This is an optimization exercise on Yosys and OpenROAD, whose aim is small area, a short achievable clock period and few clock cycles per item, not a production implementation. Only simulation tests tie the RTL to the original design; equivalence was not proved.

--- flow/config.mk ---
export PLATFORM = sky130hd
export DESIGN_NAME = ostage
export DESIGN_NICKNAME = ostage
export VERILOG_FILES = /design/flow/design.v
export SDC_FILE = /design/flow/constraint.sdc
export NUM_CORES = 4
export LEC_CHECK = 0
export CAP_MARGIN = 20
export CORE_MARGIN = 2
export CORE_UTILIZATION = 28
export PLACE_DENSITY = 0.35
export SLEW_MARGIN = 20
--- flow/constraint.sdc ---
create_clock -name core_clock -period 30.0 [get_ports {clk}]
set_input_delay 6.0000 -clock core_clock [delete_from_list [all_inputs] [get_ports {clk}]]
set_output_delay 6.0000 -clock core_clock [all_outputs]
set_load 0.01 [all_outputs]
--- flow/design.v ---
module ostage_lane (
    input  wire        atype,      
    input  wire [31:0] acc,
    input  wire [2:0]  ofmt,
    input  wire [5:0]  oshift,     
    input  wire        clamp_en,
    input  wire [31:0] clamp_lo,
    input  wire [31:0] clamp_hi,
    output reg  [31:0] y,
    output reg         sat,        
    output reg         ovf,        
    output reg         nan         
);
    localparam F_INT8 = 3'd0, F_INT4 = 3'd1, F_E4M3 = 3'd2, F_E5M2 = 3'd3,
               F_BF16 = 3'd4, F_FP32 = 3'd5, F_INT32 = 3'd6;
    wire        in_sign = acc[31];
    wire [7:0]  fexp    = acc[30:23];
    wire [22:0] fman    = acc[22:0];
    wire        in_inf  = atype && fexp == 8'hFF && fman == 23'd0;
    wire        in_nan  = atype && fexp == 8'hFF && fman != 23'd0;
    reg  [31:0] mag;
    reg  signed [10:0] x_exp;
    always @(*) begin
        if (!atype) begin
            mag   = in_sign ? (~acc + 32'd1) : acc;
            x_exp = 11'sd0;
        end else if (fexp == 8'd0) begin
            mag   = {9'd0, fman};
            x_exp = -11'sd149;
        end else begin
            mag   = {8'd0, 1'b1, fman};
            x_exp = $signed({3'b000, fexp}) - 11'sd150;
        end
    end
    wire is_zero = (mag == 32'd0);
    reg [5:0] lz;
    integer i;
    always @(*) begin
        lz = 6'd32;
        for (i = 0; i < 32; i = i + 1)
            if (mag[i]) lz = 6'd31 - i[5:0];
    end
    wire [31:0] nmag = mag << lz[4:0];
    wire signed [10:0] e_msb = x_exp - $signed({{5{oshift[5]}}, oshift})
                               - $signed({5'd0, lz}) + 11'sd31;
    reg                is_float;
    reg signed [10:0]  emin;
    reg [4:0]          mbits;
    reg [30:0]         maxmag;
    always @(*) begin
        is_float = 1'b1;
        emin     = 11'sd0;
        mbits    = 5'd0;
        maxmag   = 31'd0;
        case (ofmt)
            F_E4M3:  begin emin = -11'sd6;   mbits = 5'd3;  maxmag = 31'h7E;       end
            F_E5M2:  begin emin = -11'sd14;  mbits = 5'd2;  maxmag = 31'h7B;       end
            F_BF16:  begin emin = -11'sd126; mbits = 5'd7;  maxmag = 31'h7F7F;     end
            F_FP32:  begin emin = -11'sd126; mbits = 5'd23; maxmag = 31'h7F7FFFFF; end
            default: is_float = 1'b0;
        endcase
    end
    wire               sub    = e_msb < emin;
    wire signed [10:0] e_eff  = sub ? emin : e_msb;
    wire signed [11:0] d_flt  = 12'sd31 - $signed({e_msb[10], e_msb}) + $signed({e_eff[10], e_eff})
                                - $signed({7'd0, mbits});
    wire signed [11:0] d_int  = 12'sd31 - $signed({e_msb[10], e_msb});
    wire signed [11:0] d_raw  = is_float ? d_flt : d_int;
    wire               huge   = d_raw < 0 && !is_zero;            
    wire [5:0]         d      = (d_raw > 12'sd34) ? 6'd34 : d_raw[5:0];
    wire [65:0] shifted = {nmag, 34'd0} >> d;
    wire [31:0] q_trunc = shifted[65:34];
    wire        guard   = shifted[33];
    wire        sticky  = |shifted[32:0];
    wire        round_up = guard && (sticky || q_trunc[0]);
    wire [32:0] q_rnd   = {1'b0, q_trunc} + {32'd0, round_up};
    wire [10:0] e_field  = e_eff - emin;
    wire [40:0] mag_wide = ({30'd0, e_field} << mbits) + {8'd0, q_rnd};
    wire        f_over   = mag_wide > {10'd0, maxmag};
    reg  [30:0] f_mag;
    reg         f_sat;
    always @(*) begin
        f_sat = 1'b0;
        if (in_inf) begin
            f_mag = maxmag;
            f_sat = 1'b1;
        end else if (is_zero) begin
            f_mag = 31'd0;
        end else if (f_over) begin
            f_mag = maxmag;
            f_sat = 1'b1;
        end else begin
            f_mag = mag_wide[30:0];
        end
    end
    function [32:0] fkey;
        input [31:0] bits;
        input [2:0]  fmt;
        reg          s;
        reg [30:0]   m;
        begin
            case (fmt)
                F_BF16:  begin s = bits[15]; m = {16'd0, bits[14:0]}; end
                F_FP32:  begin s = bits[31]; m = bits[30:0];          end
                default: begin s = bits[7];  m = {24'd0, bits[6:0]};  end
            endcase
            fkey = s ? -{2'b00, m} : {2'b00, m};
        end
    endfunction
    function [31:0] fpack;
        input        s;
        input [30:0] m;
        input [2:0]  fmt;
        begin
            case (fmt)
                F_BF16:  fpack = {16'd0, s, m[14:0]};
                F_FP32:  fpack = {s, m};
                default: fpack = {24'd0, s, m[6:0]};
            endcase
        end
    endfunction
    wire [31:0] f_bits = fpack(in_sign, f_mag, ofmt);
    wire [31:0] lo_f   = (clamp_lo & fpack(1'b1, {31{1'b1}}, ofmt));
    wire [31:0] hi_f   = (clamp_hi & fpack(1'b1, {31{1'b1}}, ofmt));
    wire signed [32:0] k_v  = fkey(f_bits, ofmt);
    wire signed [32:0] k_lo = fkey(lo_f, ofmt);
    wire signed [32:0] k_hi = fkey(hi_f, ofmt);
    reg [31:0] f_y;
    always @(*) begin
        if (in_nan) begin
            case (ofmt)
                F_E4M3:  f_y = 32'h7F;
                F_E5M2:  f_y = 32'h7E;
                F_BF16:  f_y = 32'h7FC0;
                default: f_y = 32'h7FC00000;
            endcase
        end else if (clamp_en && k_v < k_lo) begin
            f_y = lo_f;
        end else if (clamp_en && k_v > k_hi) begin
            f_y = hi_f;
        end else begin
            f_y = f_bits;
        end
    end
    wire [33:0] q_mag = (in_inf || huge) ? 34'h2_0000_0000 : {1'b0, q_rnd};
    wire signed [34:0] q_s = in_sign ? -$signed({1'b0, q_mag}) : $signed({1'b0, q_mag});
    reg signed [34:0] lo_i, hi_i, r_min, r_max;
    always @(*) begin
        case (ofmt)
            F_INT8: begin
                lo_i  = {{27{clamp_lo[7]}}, clamp_lo[7:0]};
                hi_i  = {{27{clamp_hi[7]}}, clamp_hi[7:0]};
                r_min = -35'sd128;
                r_max = 35'sd127;
            end
            F_INT4: begin
                lo_i  = {{31{clamp_lo[3]}}, clamp_lo[3:0]};
                hi_i  = {{31{clamp_hi[3]}}, clamp_hi[3:0]};
                r_min = -35'sd8;
                r_max = 35'sd7;
            end
            default: begin
                lo_i  = {{3{clamp_lo[31]}}, clamp_lo};
                hi_i  = {{3{clamp_hi[31]}}, clamp_hi};
                r_min = -35'sd2147483648;
                r_max = 35'sd2147483647;
            end
        endcase
    end
    reg signed [34:0] q_c, q_f;
    reg               i_sat;
    always @(*) begin
        q_c = q_s;
        if (clamp_en) begin
            if (q_s < lo_i)      q_c = lo_i;
            else if (q_s > hi_i) q_c = hi_i;
        end
        q_f   = q_c;
        i_sat = 1'b0;
        if (q_c < r_min) begin
            q_f   = r_min;
            i_sat = 1'b1;
        end else if (q_c > r_max) begin
            q_f   = r_max;
            i_sat = 1'b1;
        end
    end
    reg [31:0] i_y;
    always @(*) begin
        case (ofmt)
            F_INT8:  i_y = {24'd0, q_f[7:0]};
            F_INT4:  i_y = {28'd0, q_f[3:0]};
            default: i_y = q_f[31:0];
        endcase
    end
    always @(*) begin
        nan = in_nan;
        ovf = in_inf;
        if (is_float) begin
            y   = f_y;
            sat = f_sat && !in_nan;
        end else begin
            y   = in_nan ? 32'd0 : i_y;
            sat = in_nan ? 1'b0 : i_sat;
        end
    end
endmodule
module ostage (
    input  wire         clk,
    input  wire         rst,           
    input  wire         in_valid,
    output wire         in_ready,
    input  wire         atype,         
    input  wire [127:0] acc,           
    input  wire [2:0]   ofmt,
    input  wire [5:0]   oshift,
    input  wire         clamp_en,
    input  wire [31:0]  clamp_lo,
    input  wire [31:0]  clamp_hi,
    output reg          out_valid,
    output reg  [127:0] y,             
    output reg  [3:0]   sat,
    output reg  [3:0]   ovf,
    output reg  [3:0]   nan
);
    assign in_ready = 1'b1;
    wire [127:0] y_c;
    wire [3:0]   sat_c, ovf_c, nan_c;
    genvar k;
    generate
        for (k = 0; k < 4; k = k + 1) begin : g_lane
            ostage_lane u_lane (
                .atype    (atype),
                .acc      (acc[32*k +: 32]),
                .ofmt     (ofmt),
                .oshift   (oshift),
                .clamp_en (clamp_en),
                .clamp_lo (clamp_lo),
                .clamp_hi (clamp_hi),
                .y        (y_c[32*k +: 32]),
                .sat      (sat_c[k]),
                .ovf      (ovf_c[k]),
                .nan      (nan_c[k])
            );
        end
    endgenerate
    always @(posedge clk) begin
        if (rst) begin
            out_valid <= 1'b0;
        end else begin
            out_valid <= in_valid;
        end
    end
    always @(posedge clk) begin
        if (in_valid) begin
            y   <= y_c;
            sat <= sat_c;
            ovf <= ovf_c;
            nan <= nan_c;
        end
    end
endmodule
--- flow/run.sh ---
#!/bin/bash
# synth_recipe.tcl (not shown) runs the flow's synth.tcl, then flattens the netlist and writes it again
# the make line also repeats each setting of config.mk as NAME=value (left out here)
make -C /OpenROAD-flow-scripts/flow DESIGN_CONFIG=/design/flow/config.mk WORK_HOME=/design/flow/orfs CLKGATE_MAP_FILE= SYNTH_SCRIPT=/design/flow/synth_recipe.tcl finish
==> results.json <==
{
  "status": "complete, no violations",
  "remaining_drc_errors": 0,
  "die_h_um": 588,
  "rows": 214,
  "cts.sinks": 141,
  "period_needed_ns": 29.22,
  "gp_congestion": 1.04,
  "root_buffer": "clkbuf_16",
  "viasPerCell": 6.11,
  "crit_fanout": 15,
  "avgSynthCellArea_um2": 6.72,
  "grt_pass1_vias": 126133,
  "critPathTopFamily": "compound AO/OA/AOI/OAI gates",
  "synth.distinct_cells": 138,
  "grt_max_degree": 91,
  "crit_path_top_delay_cell": "a222oi_1",
  "fillers": 36429,
  "end_kind": "register",
  "drtPass1Iterations": 10,
  "cp_data_required_time_ns": 30.42,
  "final_cells": 21945,
  "synth-seq-cells": 141,
  "clkTransAtPathRegs_ns": 0.08,
  "cp-start-kind": "primary input",
  "synthCells": 14210,
  "endpoint": "y[101]",
  "worst-path-stages": 124,
  "synth-edff-count": 140,
  "final_layout_size_suffix_gt1_share_pct": 26.1,
  "dpl_cell_area_mm2": 0.129,
  "synthFlopType": "edfxtp_1",
  "fin_crit_sh_pct": 97.4,
  "maxSlewViolCount": 0,
  "drtIter0Drc": 15875,
  "post_drt_wl_per_cell_um": 30.7,
  "relSlewSlack_pct": 12.3,
  "utilization_pct": 39.2,
  "slowest_delay_ns": 0.55,
  "finalSetupViolations": 0,
  "synthesis.area_mm2": 0.0954,
  "grt_pass1_wl_mm": 942,
  "nNetsFinal": 18902,
  "core-area_mm2": 0.340,
  "area_delta_synth_final_pct": 39.4,
  "antenna_found_initial": 48,
  "clockBufferDepth": 2,
  "cts_tree": "yes",
  "yosys-top-cells-area": "ha_1, nor2_1, a21oi_1",
  "num_io_pins": 348,
  "overflow": 0,
  "cp_common_cell": "buf_4",
  "synth.top_cell.area_share_pct": 16.7,
  "worst_pin_slew_ns": 1.30,
  "path_class": "primary input to register",
  "ys_warn_count": 2,
  "crit_buf_inv": 29,
  "placed_cells": 21796,
  "vias": 134065,
  "port_buffers": 346,
  "drv_cap": 0,
  "hpwlAfterDp_mm": 557,
  "hp-class": "primary input to register",
  "worstPathArrival_ns": 29.64,
  "cts_htree_levels": 4,
  "fmax_ghz": 0.0342,
  "routed_wirelength_mm": 674,
  "grt_usage_pct": 36.8,
  "cts_inserted_buffers": 17,
  "start_util_pct": 28.1,
  "yosysSeqAreaShare_pct": 4.43,
  "fp.dieW_um": 588,
  "async_reset_ff_share_pct": 0,
  "yosys.area.top_type": "ha_1",
  "ant_nets": 0,
  "worstSetupStartpoint": "acc[96]",
  "hold_viol_final": 0,
  "min_from": "rst",
  "postLayoutCellArea_mm2": 0.133,
  "die_area_mm2": 0.345
}
layout make-up:
class | count | area (um^2) | area share (%)
multi-input cells | 12658 | 89100 | 67.0
repair buffers | 3953 | 31100 | 23.4
well taps | 4536 | 5680 | 4.27
flip-flops and latches | 141 | 4220 | 3.18
inverters | 605 | 2280 | 1.71
clock buffers | 17 | 425 | 0.320
clock inverters | 15 | 166 | 0.125
diodes | 20 | 50.0 | 0.0376
cells in the final DEF, fill, tap and decap left out, types with 154 or more instances in the layout:
cell type and n:
a211oi_1 184, a21o_1 268, a21oi_1 958, a31oi_1 176
buf_4 3548, clkdlybuf4s50_1 330, ha_1 1265, inv_1 573
mux2i_1 187, nand2_1 1205, nand2b_1 201, nand3_1 479
nand4_1 315, nor2_1 1498, nor2b_1 182, nor3_1 434
nor4_1 166, o211ai_1 221, o21a_1 169, o21ai_0 898
o21ai_1 154, o22ai_1 275, xnor2_1 406, xor2_1 215
cell families (layout without fill, tap and decap cells):
kind of cell / count (synthesis) / count (layout) / share of synthesized area, %
AOI/OAI and AO/OA: 5037 / 5037 / 35.6
adders and majority gates: 1320 / 1320 / 17.7
other: 2 / 37 / 0.00787
buffers and inverters: 1426 / 4590 / 5.97
xor gates and xnor gates: 660 / 660 / 6.06
muxes: 264 / 264 / 2.92
and+or+nand+nor: 5360 / 5360 / 27.4
DFF: 141 / 141 / 4.43
state kept, by name, summed over array words and instances (netlist names):
name       flops
y            128
nan            4
ovf            4
sat            4
out_valid      1
synth_stat cells (91+ instances only):
| library cell | number |
|---|---|
| clkbuf_1 | 615 |
| nor3_1 | 456 |
| nor2_1 | 1536 |
| edfxtp_1 | 140 |
| inv_1 | 582 |
| a21o_1 | 269 |
| and2_1 | 113 |
| a31oi_1 | 185 |
| o21ai_0 | 1016 |
| o22ai_1 | 285 |
| nand4_1 | 315 |
| nand2_1 | 1227 |
| o211ai_1 | 221 |
| nand3_1 | 483 |
| xnor2_1 | 423 |
| o31ai_1 | 170 |
| nor4_1 | 199 |
| o21bai_1 | 92 |
| nand2b_1 | 203 |
| a21oi_1 | 1030 |
| mux2i_1 | 195 |
| ha_1 | 1276 |
| a22oi_1 | 119 |
| or3_1 | 136 |
| a211oi_1 | 213 |
| or2_2 | 91 |
| buf_2 | 101 |
| o21ai_1 | 92 |
| o21a_1 | 169 |
| and3_1 | 108 |
| nor2b_1 | 194 |
| xor2_1 | 237 |
worst min path at each step:
stage / slack (ns) / depth (start not counted) / endpoint
floorplan: 6.07 / 1 / out_valid
global placement: 6.53 / 2 / out_valid
detailed placement: 6.54 / 2 / out_valid
CTS: 5.98 / 2 / out_valid
global route: 6.00 / 2 / out_valid
finish: 6.00 / 2 / out_valid
per-layer routing:
metal	vias up	track usage [%]	part of all wire (%)
met1	65074	50.6	44
li1	60492	-	-
met3	1381	5.82	8.4
met4	16	17.0	5.6
met2	7102	56.0	42
met5	-	0	0.017
metrics by stage:
| stage | setup WS, ns | TNS [ns] | hold WS, ns |
|---|---|---|---|
| final | 0.782 | 0 | 6.00 |
| after global routing | -0.160 | -4.58 | 6.00 |
| after CTS | -0.000487 | -0.000487 | 5.98 |
| after detailed placement | -2.58 | -172.76 | 6.54 |
| after global placement | -2.73 | -171.60 | 6.53 |
| after floorplan | 0.0435 | 0 | 6.07 |
what timing repair did:
item,in CTS,in global routing
pin swaps,31,170
resized for setup,127,576
buffers inserted,23,68
setup endpoints to repair,128,129
hold buffers,0,0
gates cloned,0,5
endpoints found under the hold margin,0,0
Testbench counts, summed over its fixed seeds: cycles 24,008, items 96,000.

[port drivers added, routing unchanged]
Ports are ideal in the flow. The routed layout listed here was re-timed in OpenROAD. Step 1 assumes that a clkbuf_16 drives the clock port and a buf_2 every other input. Step 2 moves the port delays by t, midway between the first and last clock arrival at a register: inputs arrive t later, outputs are due t later. That takes back most of the time a late clock gives input paths. Three values: ideal ports, drivers, drivers and shift; two values: the first two.
shift t [ns]: 0.605
setup WS [ns]: 0.782 / 0.822 / 0.217
hold WS [ns]: 5.996 / 5.952 / 6.557
worst setup path after step 2: input to register
worst data-port slew with drivers (ns): 0.14
After both steps setup and hold are still met in this run. For this run, drivers alone change the setup slack by +0.040 ns; drivers and shift together by -0.565 ns.
